This is an optimization exercise on Yosys and OpenROAD, whose aim is small area and few clock cycles, not a production implementation. The RTL was checked by simulation tests, not by an equivalence proof against the original design. Power figures rest on the tool's default switching activity, not on a simulated workload.

--- flow/constraint.sdc ---
create_clock -name core_clock -period 15.0 [get_ports {clk}]
set_input_delay 3.0000 -clock core_clock [delete_from_list [all_inputs] [get_ports {clk}]]
set_output_delay 3.0000 -clock core_clock [all_outputs]
set_load 0.01 [all_outputs]
--- flow/run.sh ---
#!/bin/bash
# synth_recipe.tcl (not shown) runs the flow's synth.tcl, then flattens the netlist and writes it again
# the make line also repeats each setting of config.mk as NAME=value (left out here)
make -C /OpenROAD-flow-scripts/flow DESIGN_CONFIG=/design/flow/config.mk WORK_HOME=/design/flow/orfs CLKGATE_MAP_FILE= SYNTH_SCRIPT=/design/flow/synth_recipe.tcl finish
--- flow/config.mk ---
export PLATFORM = sky130hd
export DESIGN_NAME = ferik_core
export DESIGN_NICKNAME = ferik_core
export VERILOG_FILES = /design/flow/design.v
export SDC_FILE = /design/flow/constraint.sdc
export NUM_CORES = 4
export LEC_CHECK = 0
export CAP_MARGIN = 20
export CORE_MARGIN = 2
export CORE_UTILIZATION = 25
export PLACE_DENSITY = 0.45
export SLEW_MARGIN = 20
--- flow/design.v ---
module ferik_core (
    input  wire         clk,
    input  wire         rst,             
    input  wire         start,           
    input  wire         insn_valid,
    input  wire [63:0]  insn,
    output wire         insn_ready,
    input  wire [63:0]  agreed,          
    input  wire [63:0]  avalid,          
    input  wire [3:0]   yflags,          
    input  wire [255:0] dwords,          
    input  wire [15:0]  z_dt,
    input  wire [15:0]  z_tcyc,
    input  wire [15:0]  z_cycle,
    input  wire [31:0]  z_now,
    output reg          rec_valid,
    output reg  [63:0]  rec,
    output reg          done,
    output reg  [63:0]  misr,
    output wire [127:0] cmd              
);
    localparam [5:0] OP_LOG  = 6'h01, OP_PDEF = 6'h02, OP_NOP  = 6'h04,
                     OP_ADD  = 6'h08, OP_SUB  = 6'h09, OP_MUL  = 6'h0A,
                     OP_MIN  = 6'h0B, OP_MAX  = 6'h0C, OP_AND  = 6'h0D,
                     OP_OR   = 6'h0E, OP_XOR  = 6'h0F, OP_SHL  = 6'h10,
                     OP_SHR  = 6'h11, OP_MOVW = 6'h12, OP_ABSD = 6'h13,
                     OP_CMPP = 6'h18, OP_CMPF = 6'h19,
                     OP_RISE = 6'h20, OP_FALL = 6'h21, OP_LSET = 6'h22, OP_LRST = 6'h23,
                     OP_OUT  = 6'h3A, OP_BUDG = 6'h3C, OP_END  = 6'h3D;
    localparam [63:0] MISR_SEED = 64'hFFFF_FFFF_FFFF_FFFF;
    localparam [63:0] MISR_POLY = 64'hB000_0000_0000_0001;
    reg [127:0] flags;
    reg [15:0]  words [0:31];
    reg [7:1]   pred;
    reg [13:0]  idx;             
    reg [14:0]  ncommit;         
    reg [1:0]   cmd_q [0:63];
    assign insn_ready = 1'b1;
    genvar gc;
    generate
        for (gc = 0; gc < 64; gc = gc + 1) begin : g_cmd
            assign cmd[2*gc+1:2*gc] = cmd_q[gc];
        end
    endgenerate
    wire [5:0]  op   = insn[63:58];
    wire [2:0]  gp   = insn[57:55];
    wire        gn   = insn[54];
    wire [7:0]  predv = {pred, 1'b1};
    wire        fire = insn_valid & insn_ready;
    wire        en   = predv[gp] ^ gn;
    wire [12:0] dst13 = insn[53:41];
    wire [10:0] dst11 = insn[53:43];
    wire [2:0]  pd    = insn[53:51];
    wire [1:0]  cmb   = insn[50:49];
    wire [2:0]  fn    = insn[40:38];
    wire        ia    = insn[37];
    wire        ib    = insn[36];
    wire        ir    = insn[35];
    wire        w_imm = insn[42];
    wire        w_sat = insn[41];
    wire        w_sgn = insn[40];
    wire [2:0]  rel   = insn[40:38];
    wire        c_imm = insn[37];
    wire        c_sgn = insn[36];
    wire [12:0] mem13 = insn[40:28];
    wire [5:0]  ch    = insn[53:48];
    wire [1:0]  form  = insn[47:46];
    wire [1:0]  code  = insn[45:44];
    wire is_word = (op >= OP_ADD) && (op <= OP_ABSD);
    wire is_cmp  = (op == OP_CMPP) || (op == OP_CMPF);
    wire is_edge = (op == OP_RISE) || (op == OP_FALL);
    wire is_latch = (op == OP_LSET) || (op == OP_LRST);
    wire bit_a, bit_b;
    ferik_bitrd u_bit_a (.opnd(insn[31:16]), .flags(flags), .agreed(agreed), .avalid(avalid),
                         .yflags(yflags), .predv(predv), .val(bit_a));
    ferik_bitrd u_bit_b (.opnd(insn[15:0]),  .flags(flags), .agreed(agreed), .avalid(avalid),
                         .yflags(yflags), .predv(predv), .val(bit_b));
    wire [15:0] word_a, word_b_rd;
    ferik_wordrd u_word_a (.opnd(insn[31:16]), .words_flat(words_flat), .dwords(dwords),
                           .z_dt(z_dt), .z_tcyc(z_tcyc), .z_cycle(z_cycle), .z_now(z_now),
                           .val(word_a));
    ferik_wordrd u_word_b (.opnd(insn[15:0]),  .words_flat(words_flat), .dwords(dwords),
                           .z_dt(z_dt), .z_tcyc(z_tcyc), .z_cycle(z_cycle), .z_now(z_now),
                           .val(word_b_rd));
    wire [511:0] words_flat;
    genvar gw;
    generate
        for (gw = 0; gw < 32; gw = gw + 1) begin : g_wflat
            assign words_flat[16*gw+15:16*gw] = words[gw];
        end
    endgenerate
    wire [6:0] own_idx = is_edge ? mem13[6:0] : dst13[6:0];
    wire       own_bit = flags[own_idx];
    wire la = bit_a ^ ia;
    wire lb = bit_b ^ ib;
    reg  lfn;
    always @* begin
        case (fn)
            3'd0:    lfn = la;
            3'd1:    lfn = la & lb;
            3'd2:    lfn = la | lb;
            3'd3:    lfn = la ^ lb;
            3'd4:    lfn = 1'b1;
            default: lfn = 1'b0;
        endcase
    end
    wire log_r = lfn ^ ir;
    wire [15:0] wa = (op == OP_MOVW) ? 16'd0 : word_a;
    wire [15:0] wb = w_imm ? insn[15:0] : word_b_rd;
    wire signed [33:0] xa = w_sgn ? {{18{wa[15]}}, wa} : {18'd0, wa};
    wire signed [33:0] xb = w_sgn ? {{18{wb[15]}}, wb} : {18'd0, wb};
    wire signed [33:0] w_sum  = xa + xb;
    wire signed [33:0] w_diff = xa - xb;
    wire signed [33:0] w_prod = xa * xb;
    wire signed [33:0] w_absd = (w_diff < 0) ? -w_diff : w_diff;
    wire               w_lt   = xa < xb;
    reg signed [33:0] w_wide;    
    reg               w_nosat;   
    always @* begin
        w_nosat = 1'b0;
        case (op)
            OP_ADD:  w_wide = w_sum;
            OP_SUB:  w_wide = w_diff;
            OP_MUL:  w_wide = w_prod;
            OP_MIN:  w_wide = w_lt ? xa : xb;
            OP_MAX:  w_wide = w_lt ? xb : xa;
            OP_AND:  begin w_wide = {18'd0, wa & wb}; w_nosat = 1'b1; end
            OP_OR:   begin w_wide = {18'd0, wa | wb}; w_nosat = 1'b1; end
            OP_XOR:  begin w_wide = {18'd0, wa ^ wb}; w_nosat = 1'b1; end
            OP_SHL:  begin w_wide = {18'd0, wa << wb[3:0]}; w_nosat = 1'b1; end
            OP_SHR:  begin
                         w_wide = w_sgn ? {18'd0, $signed(wa) >>> wb[3:0]}
                                        : {18'd0, wa >> wb[3:0]};
                         w_nosat = 1'b1;
                     end
            OP_MOVW: w_wide = xb;
            default: w_wide = w_absd;    
        endcase
    end
    reg [15:0] w_res;
    always @* begin
        w_res = w_wide[15:0];
        if (w_sat && !w_nosat) begin
            if (w_sgn) begin
                if (w_wide > 34'sd32767)        w_res = 16'h7FFF;
                else if (w_wide < -34'sd32768)  w_res = 16'h8000;
            end else begin
                if (w_wide > 34'sd65535)        w_res = 16'hFFFF;
                else if (w_wide < 34'sd0)       w_res = 16'h0000;
            end
        end
    end
    wire [15:0] ca = word_a;
    wire [15:0] cb = c_imm ? insn[15:0] : word_b_rd;
    wire signed [16:0] sca = c_sgn ? {ca[15], ca} : {1'b0, ca};
    wire signed [16:0] scb = c_sgn ? {cb[15], cb} : {1'b0, cb};
    reg cmp_r;
    always @* begin
        case (rel)
            3'd0:    cmp_r = (sca == scb);
            3'd1:    cmp_r = (sca != scb);
            3'd2:    cmp_r = (sca <  scb);
            3'd3:    cmp_r = (sca <= scb);
            3'd4:    cmp_r = (sca >  scb);
            default: cmp_r = (sca >= scb);
        endcase
    end
    wire edge_d = (op == OP_RISE) ? (bit_b & ~own_bit) : (~bit_b & own_bit);
    wire latch_q = (op == OP_LSET) ? (bit_a | (own_bit & ~bit_b))
                                   : (~bit_b & (bit_a | own_bit));
    reg [1:0] out_code;
    always @* begin
        case (form)
            2'b00:   out_code = bit_b ? 2'b01 : 2'b00;
            2'b01:   out_code = bit_b ? 2'b10 : 2'b00;
            default: out_code = code;
        endcase
    end
    wire p_r = (op == OP_PDEF) ? log_r : cmp_r;
    reg  p_new;
    always @* begin
        case (cmb)
            2'b00:   p_new = p_r;
            2'b01:   p_new = predv[pd] & p_r;
            default: p_new = predv[pd] | p_r;
        endcase
    end
    reg        commit;
    reg [49:0] rec_body;
    always @* begin
        commit   = 1'b0;
        rec_body = 50'd0;
        if (en) begin
            if (op == OP_LOG) begin
                commit = 1'b1;
                rec_body = {dst13, log_r, 36'd0};
            end else if (op == OP_CMPF) begin
                commit = 1'b1;
                rec_body = {dst13, cmp_r, 36'd0};
            end else if (is_latch) begin
                commit = 1'b1;
                rec_body = {dst13, latch_q, 36'd0};
            end else if (is_edge) begin
                commit = 1'b1;
                rec_body = {dst13, edge_d, mem13, bit_b, 22'd0};
            end else if (is_word) begin
                commit = 1'b1;
                rec_body = {dst11, 23'd0, w_res};
            end else if (op == OP_OUT) begin
                commit = 1'b1;
                rec_body = {ch, out_code, 42'd0};
            end
        end
    end
    wire        is_end   = (op == OP_END);
    wire [63:0] end_rec  = {idx, ncommit, 35'd0};
    wire [63:0] ins_rec  = {idx, rec_body};
    function [63:0] misr_fold;
        input [63:0] m;
        input [63:0] r;
        begin
            misr_fold = ({m[62:0], 1'b0} ^ (m[63] ? MISR_POLY : 64'd0)) ^ r;
        end
    endfunction
    integer i;
    always @(posedge clk) begin
        if (rst) begin
            flags     <= 128'd0;
            for (i = 0; i < 32; i = i + 1) words[i] <= 16'd0;
            pred      <= 7'd0;
            idx       <= 14'd0;
            ncommit   <= 15'd0;
            for (i = 0; i < 64; i = i + 1) cmd_q[i] <= 2'b00;
            misr      <= MISR_SEED;
            rec_valid <= 1'b0;
            rec       <= 64'd0;
            done      <= 1'b0;
        end else begin
            rec_valid <= 1'b0;
            done      <= 1'b0;
            if (start) begin
                pred    <= 7'd0;
                idx     <= 14'd0;
                ncommit <= 15'd0;
                for (i = 0; i < 64; i = i + 1) cmd_q[i] <= 2'b00;
                misr    <= MISR_SEED;
            end else if (fire) begin
                idx <= idx + 14'd1;
                if (is_end) begin
                    rec_valid <= 1'b1;
                    rec       <= end_rec;
                    misr      <= misr_fold(misr, end_rec);
                    done      <= 1'b1;
                end else if (commit) begin
                    rec_valid <= 1'b1;
                    rec       <= ins_rec;
                    misr      <= misr_fold(misr, ins_rec);
                    ncommit   <= ncommit + 15'd1;
                end
                if (en) begin
                    if (op == OP_LOG)  flags[dst13[6:0]] <= log_r;
                    if (op == OP_CMPF) flags[dst13[6:0]] <= cmp_r;
                    if (is_latch)      flags[dst13[6:0]] <= latch_q;
                    if (is_edge) begin
                        flags[dst13[6:0]] <= edge_d;
                        flags[mem13[6:0]] <= bit_b;
                    end
                    if (is_word)       words[dst11[4:0]] <= w_res;
                    if (op == OP_PDEF || op == OP_CMPP) pred[pd] <= p_new;
                    if (op == OP_OUT)  cmd_q[ch] <= out_code;
                end
            end
        end
    end
endmodule
module ferik_bitrd (
    input  wire [15:0]  opnd,
    input  wire [127:0] flags,
    input  wire [63:0]  agreed,
    input  wire [63:0]  avalid,
    input  wire [3:0]   yflags,
    input  wire [7:0]   predv,
    output reg          val
);
    wire [2:0]  sp = opnd[15:13];
    wire [12:0] ix = opnd[12:0];
    always @* begin
        val = 1'b0;
        case (sp)
            3'b000: val = flags[ix[6:0]];
            3'b001: if (ix < 13'd64)       val = agreed[ix[5:0]];
                    else if (ix < 13'd128) val = avalid[ix[5:0]];
            3'b101: if (ix == 13'd1)                    val = 1'b1;
                    else if (ix >= 13'd2 && ix <= 13'd5) val = yflags[ix[1:0] - 2'd2];
                    else if (ix >= 13'd8 && ix <= 13'd15) val = predv[ix[2:0]];
            default: val = 1'b0;    
        endcase
    end
endmodule
module ferik_wordrd (
    input  wire [15:0]  opnd,
    input  wire [511:0] words_flat,
    input  wire [255:0] dwords,
    input  wire [15:0]  z_dt,
    input  wire [15:0]  z_tcyc,
    input  wire [15:0]  z_cycle,
    input  wire [31:0]  z_now,
    output reg  [15:0]  val
);
    wire [2:0]  sp = opnd[15:13];
    wire [12:0] ix = opnd[12:0];
    always @* begin
        val = 16'd0;
        case (sp)
            3'b000: val = words_flat[16*ix[4:0] +: 16];
            3'b001: if (ix < 13'd16) val = dwords[16*ix[3:0] +: 16];
            3'b010: case (ix)
                        13'd0: val = z_dt;
                        13'd1: val = z_tcyc;
                        13'd2: val = z_cycle;
                        13'd3: val = z_now[15:0];
                        13'd4: val = z_now[31:16];
                        default: val = 16'd0;
                    endcase
            default: val = 16'd0;
        endcase
    end
endmodule
==> results.txt <==
## flip-flops by register name, indices dropped and copies added, names as in the netlist
name / count
ncommit: 15
done: 1
cmd_q: 128
rec_valid: 1
rec: 58
words: 512
misr: 64
idx: 14
pred: 7
flags: 128
## Yosys cell counts (41+ instances only)
master,number,area (sq um)
sky130_fd_sc_hd__a211oi_1,107,803
sky130_fd_sc_hd__a21o_1,58,435
sky130_fd_sc_hd__a21oi_1,415,2080
sky130_fd_sc_hd__a221oi_1,72,631
sky130_fd_sc_hd__a22oi_1,108,811
sky130_fd_sc_hd__a31oi_1,96,601
sky130_fd_sc_hd__and3_1,47,294
sky130_fd_sc_hd__buf_1,53,199
sky130_fd_sc_hd__buf_2,146,731
sky130_fd_sc_hd__buf_4,51,383
sky130_fd_sc_hd__clkbuf_1,416,1560
sky130_fd_sc_hd__dfxtp_1,288,5770
sky130_fd_sc_hd__edfxtp_1,640,19200
sky130_fd_sc_hd__fa_1,383,7670
sky130_fd_sc_hd__ha_1,230,2880
sky130_fd_sc_hd__inv_1,588,2210
sky130_fd_sc_hd__mux2_2,75,845
sky130_fd_sc_hd__mux2i_1,203,2030
sky130_fd_sc_hd__mux4_2,563,12700
sky130_fd_sc_hd__nand2_1,854,3210
sky130_fd_sc_hd__nand2b_1,45,282
sky130_fd_sc_hd__nand3_1,177,886
sky130_fd_sc_hd__nand4_1,47,294
sky130_fd_sc_hd__nor2_1,1345,5050
sky130_fd_sc_hd__nor2b_1,45,282
sky130_fd_sc_hd__nor3_1,172,861
sky130_fd_sc_hd__o211ai_1,98,736
sky130_fd_sc_hd__o21ai_0,393,1970
sky130_fd_sc_hd__o221ai_1,57,499
sky130_fd_sc_hd__o22ai_1,82,513
sky130_fd_sc_hd__or3_1,41,257
sky130_fd_sc_hd__xnor2_1,111,972
sky130_fd_sc_hd__xor2_1,74,648
## per-stage QoR
step	utilization	total power, mW	TNS, ns
final	0.319	8.50	0
after global routing	0.319	8.67	0
after CTS	0.319	8.45	0
after detailed placement	0.307	5.41	-72.44
after global placement	0.307	5.40	-47.74
after floorplan	-	4.08	0
## worst paths after layout
kind,start,to,slack [ns]
worst max-delay path,insn[17],words[25][12],0.32
worst min-delay path,rec[58],rec[58],0.45
worst max register to register,words[30][5],words[25][12],2.98
worst min register to register,rec[58],rec[58],0.45
## report_power, final
part / total, mW / switching, mW / leakage, nW / internal [mW]
sequential: 2.86 / 0.0527 / 9.01 / 2.80
clock: 3.06 / 1.32 / 1.94 / 1.74
combinational: 2.59 / 1.66 / 29.5 / 0.927
## layer usage
metal	global-route usage	vias up	wire length (um)
li1	-	34400	-
met1	0.397	43500	214000
met2	0.472	5980	236000
met3	0.0918	1305	60500
met4	0.187	50	39700
met5	0	-	344
## critical path, delay by kind of cell
| family | cells | cell delay [ns] |
|---|---|---|
| compound gates | 10 | 2.86 |
| mux | 1 | 0.57 |
| simple gates | 7 | 1.43 |
| fa+ha+maj | 9 | 4.23 |
| buf+inv | 16 | 3.06 |
## layout make-up
class                   instances  area (sq um)
flip-flops and latches        928         25000
multi-input cells            6522         53900
repair buffers               1698         15800
diodes                         52           130
clock buffers                 138          3110
fillers                     34400        227000
well taps                    4387          5490
clock inverters                81           848
inverters                     605          2280
## logic make-up (layout without fill, tap and decap cells)
logic type,Yosys count,count (layout)
muxes,843,843
AOI/OAI and AO/OA,1892,1892
DFF,928,928
adders and majority gates,613,613
xor gates and xnor gates,187,187
and+or+nand+nor,2980,2980
buffers and inverters,1308,2522
other,2,59
==> impl_summary.txt <==
----------------------------------------------------
[Logic synthesis]
  Area of the mapped netlist ... 83900 sq um
  Synth Warn # ... 3
  Sequential area share after synthesis ... 0.298
  Post-synthesis instance total ... 8753
  Number of synthesized flops with an enable pin ... 640
  Xor/xnor cell area share of the yosys netlist ... 0.0199
  FFs w/ async S/R, synth ... 0
  Adder-cell area share of the yosys netlist ... 0.126
  Primary flip-flop cell chosen by synthesis mapping ... sky130_fd_sc_hd__edfxtp_1
  Area share of and/or/nand/nor cells after synthesis ... 0.154
  Dominant combinational cell family by area after synthesis ... multiplexers
  Synth cell types ... 112
  Fraction of synthesized area in multiplexers ... 0.186
  Avg Inst Size Synth ... 9.59 sq um
  Complex-gate fraction of the synthesized area ... 0.151
  Number of flip-flops and latches in the synthesized netlist ... 928

[Layout]
  Most common cell after layout, fill and taps aside ... sky130_fd_sc_hd__nor2_1
  Most frequent cells in the layout ... 1322 x sky130_fd_sc_hd__nor2_1, 842 x sky130_fd_sc_hd__nand2_1, 827 x sky130_fd_sc_hd__buf_4
  Layout Area Growth over Synthesis ... 27.0%
  Post-Layout Inst Area ... 107000 sq um
  Net count reported at finish ... 11000
  Fraction of layout instances using a drive strength above 1 ... 0.194
  Filler-free cell count of the finished design ... 14400

[Min path]
  Hold Crit Class ... register to register
  Hold path depth ... 2

[Detailed routing]
  Number of detailed-route iterations in the first pass ... 7
  DRC violation total after the first TritonRoute iteration ... 12000
  Via count normalized by instance count ... 5.91
  DRC viols ... 0
  Wire length per cell ... 38.3 um
  Detail Route Antenna Nets ... 0
  Total wire length ... 551 mm
  Total via count after detailed routing ... 85200

[STA]
  Relative slew slack ... 0.113
  Max frequency ... 68.1 MHz
  Number of endpoints with negative hold slack in the final report ... 0
  Final count of pins violating max slew ... 0
  Slew at the pin with the worst max-slew slack ... 1.29 ns
  Setup violators final ... 0
  Final Skew ... 0.121 ns
  RSZ-0062 raised after global routing ... no
  Fin crit share ... 0.979
  Post-route setup slack ... 0.322 ns
  Clock period minus final worst setup slack ... 14.68 ns
  Smallest hold slack ... 0.454 ns

[Clocking]
  Number of CTS-inserted buffers ... 119
  Hold-fix buffers at CTS ... 0
  Maximum clock insertion buffer count ... 4
  Htree depth ... 3
  CTS Root Buffer Type ... sky130_fd_sc_hd__clkbuf_16
  Clock-pin slew reported for the worst setup and hold paths after clock tree synthesis ... 0.06 ns
  Skew-Pair Late Insertion Delay ... 0.95 ns
  TritonCTS clock tree ... built
  Post-CTS Setup Inserts ... 0
  CTS-repair resized insts ... 0
  Number of sinks driven by the clock tree ... 928

[Setup path]
  Reg2reg path depth ... 43
  Crit start category ... input pin
  Crit end category ... register
  Delay of the slowest cell on the worst path ... 0.69 ns
  Critical path peak fanout ... 32
  Data arrival, critical path ... 15.30 ns
  Required time of the critical path ... 15.62 ns
  Worst setup path class ... input pin to register
  Slowest stage cell, crit path ... sky130_fd_sc_hd__a22oi_1
  Most common cell on crit path ... sky130_fd_sc_hd__buf_4

[Power and ir drop]
  Pwr/cell area ... 79.8 nW/um^2
  Worst VDD drop ... 92.8 uV
  Lkg Pwr ... 40.4 nW

[Place]
  Port Buffers ... 787
  Total instance count after detailed placement ... 14100
  Final weighted congestion of routability-driven global placement ... 1.08
  Post-placement worst setup slack ... -0.384 ns
  Placed wire-length estimate after detailed placement ... 426 mm
  Placed cell area ... 102000 sq um

[GRT]
  Vias in the first global route ... 82400
  Number of antenna violations at the first check in global routing ... 96
  Maximum number of pins on one net before global-route repair ... 90
  Leftover overflow at the end of global routing ... 0
  Global-route wire length before repair ... 734 mm
  GRT Total Usage ... 0.314

[Run]
  Max Cap Violations ... 0

[Die]
  Starting density of the core ... 0.251
  Die X ... 583 um
  I/O pin count ... 795
  Vertical die dimension ... 583 um
  Floorplan core area ... 334000 sq um
  Placement row count ... 212
  Area of the die ... 340000 sq um

[Run status]
  Run status ... finished clean

----------------------------------------------------
Testbench counts, summed over its fixed seeds: cycles 18,158.

## separate check: timing with driven ports
The flow's constraints put no driver on any port. The routed layout listed below was extracted and timed again, unchanged, in two steps. Step 1, drivers: a clkbuf_16 drives clk and a buf_2 each remaining input, both assumed. Step 2 moves the port delays by t, midway between the first and last clock arrival at a register: inputs arrive t later, outputs are due t later. That takes back most of the time a late clock gives input paths. a / b / c = ideal ports / drivers / drivers and shift; a / b = the first two.
t (ns): 1.008
setup WS [ns]: 0.322 / 0.379 / -0.629
worst setup path at the end: input to register
worst slew at a driven data input, ns: 0.46
Met with ideal ports but missed after step 2: setup timing in this run. The setup slack of this run moves by +0.057 ns with the drivers and by -0.951 ns with both steps.
